Background: an optimization exercise with open tools, aiming at small area and a short achievable clock period. Do not read the settings as production practice.
The RTL was checked by simulation tests, not by an equivalence proof against the original design.

## flow/config.mk

```make
export PLATFORM = sky130hd
export DESIGN_NAME = int_divider
export DESIGN_NICKNAME = int_divider
export VERILOG_FILES = /design/flow/design.v
export SDC_FILE = /design/flow/constraint.sdc
export NUM_CORES = 4
export LEC_CHECK = 0
export CAP_MARGIN = 20
export CORE_MARGIN = 2
export CORE_UTILIZATION = 40
export SLEW_MARGIN = 20
```

## flow/constraint.sdc

```tcl
create_clock -name core_clock -period 18.0 [get_ports {clk}]
set_input_delay 3.6000 -clock core_clock [delete_from_list [all_inputs] [get_ports {clk}]]
set_output_delay 3.6000 -clock core_clock [all_outputs]
set_load 0.01 [all_outputs]
```

## flow/design.v

```verilog
module int_divider (
    input  wire        clk,
    input  wire        rst,
    input  wire        start,
    input  wire        op_signed,
    input  wire        op_rem,
    input  wire [63:0] a,
    input  wire [63:0] b,
    output reg         done,
    output reg  [63:0] result,
    output reg         ovf,
    output reg         dz
);
    localparam [1:0] S_IDLE   = 2'd0;
    localparam [1:0] S_SETUP  = 2'd1;
    localparam [1:0] S_ITER   = 2'd2;
    localparam [1:0] S_FINISH = 2'd3;
    reg  [1:0]  state;
    reg  [63:0] a_r;
    reg  [63:0] b_r;
    reg         sgn_r;
    reg         rem_r;
    reg  [63:0] rmd;       
    reg  [65:0] dvs;       
    reg  [63:0] quo;       
    reg  [4:0]  iters;     
    reg         neg_q;
    reg         neg_r;
    wire        a_neg = sgn_r & a_r[63];
    wire        b_neg = sgn_r & b_r[63];
    wire [63:0] ua    = a_neg ? (~a_r + 64'd1) : a_r;
    wire [63:0] ub    = b_neg ? (~b_r + 64'd1) : b_r;
    wire        b_zero = (b_r == 64'd0);
    reg  [6:0]  lza;
    reg  [6:0]  lzb;
    integer     i;
    always @* begin
        lza = 7'd64;
        for (i = 0; i < 64; i = i + 1)
            if (ua[i]) lza = 7'd63 - i[6:0];
        lzb = 7'd64;
        for (i = 0; i < 64; i = i + 1)
            if (ub[i]) lzb = 7'd63 - i[6:0];
    end
    wire [6:0]  shamt   = lzb - lza;               
    wire [63:0] ub_al   = ub << shamt[5:0];
    wire [6:0]  qlen    = (b_zero || lza > lzb) ? 7'd0 :
                          (ub_al <= ua)         ? shamt + 7'd1 : shamt;
    wire [6:0]  n_iter  = (qlen + 7'd2) / 7'd3;
    wire [6:0]  top_bit = n_iter * 7'd3 - 7'd1;    
    wire [65:0] dvs0    = {2'b00, ub} << top_bit;
    wire [66:0] d0 = {3'b000, rmd} - {1'b0, dvs};
    wire        q0 = ~d0[66];
    wire [63:0] r0 = q0 ? d0[63:0] : rmd;
    wire [65:0] v0 = dvs >> 1;
    wire [66:0] d1 = {3'b000, r0} - {1'b0, v0};
    wire        q1 = ~d1[66];
    wire [63:0] r1 = q1 ? d1[63:0] : r0;
    wire [65:0] v1 = v0 >> 1;
    wire [66:0] d2 = {3'b000, r1} - {1'b0, v1};
    wire        q2 = ~d2[66];
    wire [63:0] r2 = q2 ? d2[63:0] : r1;
    wire [65:0] v2 = v1 >> 1;
    wire [63:0] q_signed = neg_q ? (~quo + 64'd1) : quo;
    wire [63:0] r_signed = neg_r ? (~rmd + 64'd1) : rmd;
    wire        min_by_m1 = sgn_r && (a_r == 64'h8000_0000_0000_0000) && (b_r == 64'hFFFF_FFFF_FFFF_FFFF);
    always @(posedge clk) begin
        if (rst) begin
            state <= S_IDLE;
            done  <= 1'b0;
        end else begin
            done <= 1'b0;
            case (state)
                S_IDLE: begin
                    if (start) begin
                        a_r   <= a;
                        b_r   <= b;
                        sgn_r <= op_signed;
                        rem_r <= op_rem;
                        state <= S_SETUP;
                    end
                end
                S_SETUP: begin
                    rmd   <= ua;
                    dvs   <= dvs0;
                    quo   <= 64'd0;
                    iters <= n_iter[4:0];
                    neg_q <= a_neg ^ b_neg;
                    neg_r <= a_neg;
                    state <= (n_iter == 7'd0) ? S_FINISH : S_ITER;
                end
                S_ITER: begin
                    rmd   <= r2;
                    dvs   <= v2;
                    quo   <= {quo[60:0], q0, q1, q2};
                    iters <= iters - 5'd1;
                    if (iters == 5'd1)
                        state <= S_FINISH;
                end
                S_FINISH: begin
                    if (b_zero) begin
                        result <= rem_r ? a_r : 64'd0;
                        ovf    <= 1'b0;
                        dz     <= 1'b1;
                    end else begin
                        result <= rem_r ? r_signed : q_signed;
                        ovf    <= ~rem_r & min_by_m1;
                        dz     <= 1'b0;
                    end
                    done  <= 1'b1;
                    state <= S_IDLE;
                end
            endcase
        end
    end
endmodule
```

## flow/run.sh

```bash
#!/bin/bash
# synth_recipe.tcl (not shown) runs the flow's synth.tcl, then flattens the netlist and writes it again
# the make line also repeats each setting of config.mk as NAME=value (left out here)
make -C /OpenROAD-flow-scripts/flow DESIGN_CONFIG=/design/flow/config.mk WORK_HOME=/design/flow/orfs CLKGATE_MAP_FILE= SYNTH_SCRIPT=/design/flow/synth_recipe.tcl finish
```

==> summary.txt <==
==> metal layers <==
metal  global-route usage  wire length, µm
met5                    0               10
met1                0.390            74800
met3               0.0354            11500
met2                0.521            84800
met4                0.198            13700
==> layout make-up <==
type / instances / area [µm²]
well taps: 1488 / 1860
flip-flops and latches: 400 / 12000
repair buffers: 547 / 4880
multi-input cells: 4559 / 31100
inverters: 222 / 833
diodes: 5 / 12.5
clock inverters: 36 / 368
fillers: 11000 / 58200
clock buffers: 55 / 1270
==> what timing repair did <==
item / 4_1_cts / 5_1_grt
setup buffers: 0 / 1
hold buffers: 0 / 0
cloned: 0 / 1
setup endpoints to repair: 18 / 131
pin swaps: 0 / 4
resized for setup: 6 / 68
==> critical path: cells and delay by family, from the launching register on <==
kind,cells,cell delay [ps]
adders and majority gates,5,1160
and+or+nand+nor,11,2470
AOI/OAI and AO/OA,45,9870
muxes,3,1170
DFF,1,430
buffers and inverters,7,1400
==> cells by family (layout without fill, tap and decap cells) <==
family,after synthesis,in the layout,share of synthesized area
AND/OR/NAND/NOR,1762,1762,0.186
AO/OA/AOI/OAI,1672,1672,0.232
flip-flops,400,400,0.269
adder cells (fa/ha/maj),295,295,0.0836
multiplexers,377,377,0.0946
XOR/XNOR,453,453,0.0901
other,0,5,0
buffers and inverters,497,860,0.0440
==> metrics by stage <==
stage	instance area, µm²	worst slack [ps]	hold WS, ps	setup TNS, ps
floorplan	44500	1180	515	0
finish	52300	1050	580	0
detailed placement	50300	-430	556	-843
CTS	52000	75.9	566	0
global placement	50300	-505	554	-1150
global route	52300	-6.80	623	-6.80
==> worst max path at each step <==
| stage | startpoint | endpoint | slack (ps) | depth (start not counted) |
|---|---|---|---|---|
| 4_1_cts | rmd[0]$_DFFE_PP_ | rmd[59]$_DFFE_PP_ | 80 | 74 |
| 5_1_grt | rmd[0]$_DFFE_PP_ | rmd[59]$_DFFE_PP_ | -7 | 77 |
| 6_report | rmd[0]$_DFFE_PP_ | rmd[44]$_DFFE_PP_ | 1050 | 71 |
| 2_1_floorplan | a_r[3]$_DFFE_PP_ | dvs[49]$_DFFE_PP_ | 1180 | 81 |
| 3_3_place_gp | rmd[0]$_DFFE_PP_ | rmd[44]$_DFFE_PP_ | -510 | 75 |
| 3_5_place_dp | rmd[0]$_DFFE_PP_ | rmd[44]$_DFFE_PP_ | -430 | 75 |
==> cells in the mapped netlist, types with 43 or more instances <==
cell      count
nor2_1      481
nand3_1     109
a21oi_1     447
xor2_1      265
or3_1        52
edfxtp_1    397
and2_1       94
o31ai_1      77
clkbuf_1    207
ha_1        291
inv_1       220
nand2_1     585
nand4_1      52
nor4_1       45
o21ai_0     494
nor3_1       86
a211oi_1     50
xnor2_1     185
mux2_2      131
mux2i_1     215
and3_1       43
nand2b_1     57
a21o_1       96
o211ai_1    131
==> registers in the layout, summed over array words and instances, names as in the netlist <==
signal / count
a_r: 64
b_r: 64
done: 1
dvs: 66
dz: 1
iters: 5
neg_q: 1
neg_r: 1
ovf: 1
quo: 64
rem_r: 1
result: 64
rmd: 64
sgn_r: 1
state: 2
==> results.ini <==
[status]
outcome = timing/DRC/antenna clean

[logic_synthesis]
synthDistinctLibCells = 97
dominantRegCellSynth = edfxtp_1
yosysTopAreaCellShare = 0.268
yosysWarnings = 1
ys_seq_area_frac = 0.269
ys_ff_latch = 400
synth.avg_cell_area_um2 = 8.16
synth_nets = 5884
netlist_area_um2 = 44500
synth_area_leaders = edfxtp_1 27%, ha_1 8.2%, o21ai_0 5.6%
async_reset_ff_frac = 0
syn_inst = 5456
synth_top_cell_by_area = edfxtp_1
synth-edff-count = 397

[clock_network]
cts_buffer_depth = 3
clock_sinks = 400
insertion_delay_ps = 670
cts_buffers = 50
clockRootBuffer = clkbuf_16
cts_tree = yes
cts.clk_slew.worst_paths_ps = 60
htreeDepth = 2

[hold_path]
hold_class = flip-flop to flip-flop
min_to = state[0]$_SDFFE_PP0P_
min_from = state[0]$_SDFFE_PP0P_
hold_depth = 2

[timing]
worst_pin_slew_ps = 1160
finalMaxSlewViolations = 0
hold_viol = 0
period_share = 0.942
clock_skew_ps = 47.4
setup_viol = 0
slew_headroom = 0.220
min_period_ps = 16950
max_freq_mhz = 59.0

[place]
port-buffer-count = 199
dp.cells = 7214
hpwl_um = 150000
place.gp.congestion = 1.03

[route]
vias = 44100
viasPerCell = 6.03
drtIter0Drc = 4240
drc = 0
antenna_left = 0
wl_per_cell_um = 25.3
routed_wirelength_um = 185000
dr.pass1.iters = 6

[floorplan]
die_h_um = 338
start_util = 0.403
die-area_um2 = 114000
design.core.area_um2 = 111000
rows = 122
dieWidth_um = 338
ioPinCount = 200

[worst_setup_path]
cp_common_cell = a21oi_1
crit_fanout = 46
worstSetupPathType = flip-flop to flip-flop
rr_endpoint = rmd[44]$_DFFE_PP_
required_ps = 18320
rr_worst_depth = 71
crit_path_max_incr_delay_ps = 580
crit_arrival_ps = 17270
startpoint_type = flip-flop
rrSetupSlack_ps = 1050
setup.worst_path.end_class = flip-flop
slowest_stage = buf_4
r2r-start = rmd[0]$_DFFE_PP_

[job]
cap_violations = 0

[global_route]
antenna_found_initial = 6
grt_pass1_vias = 41700
grt_pass1_wl_um = 269000
grt_max_degree = 93
grt_overflow = 0
grt_usage = 0.315

[finish]
final_common_cell = nand2_1
layout_common_cells = 585 x nand2_1, 480 x o21ai_0, 477 x nor2_1
syn2layout_area_growth_pct = 17.6
final_cells = 7312
nets = 6208
final_layout_size_suffix_gt1_frac = 0.122
final_util = 0.473

==> static timing again, ports no longer ideal <==
How much do the figures lean on ideal ports? The routed layout below was timed once more, with nothing changed but the port constraints. Step 1, drivers: a clkbuf_16 drives clk and a buf_2 each remaining input, both assumed. Step 2 also shifts input and output timing later by t, the mid clock arrival at the registers, as if the neighbouring blocks saw the same clock. Slacks: ideal / step 1 / step 2; pairs: ideal / step 1.
shift t [ns]: 0.728
setup slack, ns: 1.048 / 1.048 / 1.048
worst data-port slew with drivers (ns): 0.08
After both steps this run still meets setup and hold. The setup slack of this run moves by 0.000 ns with the drivers and by 0.000 ns with both steps.
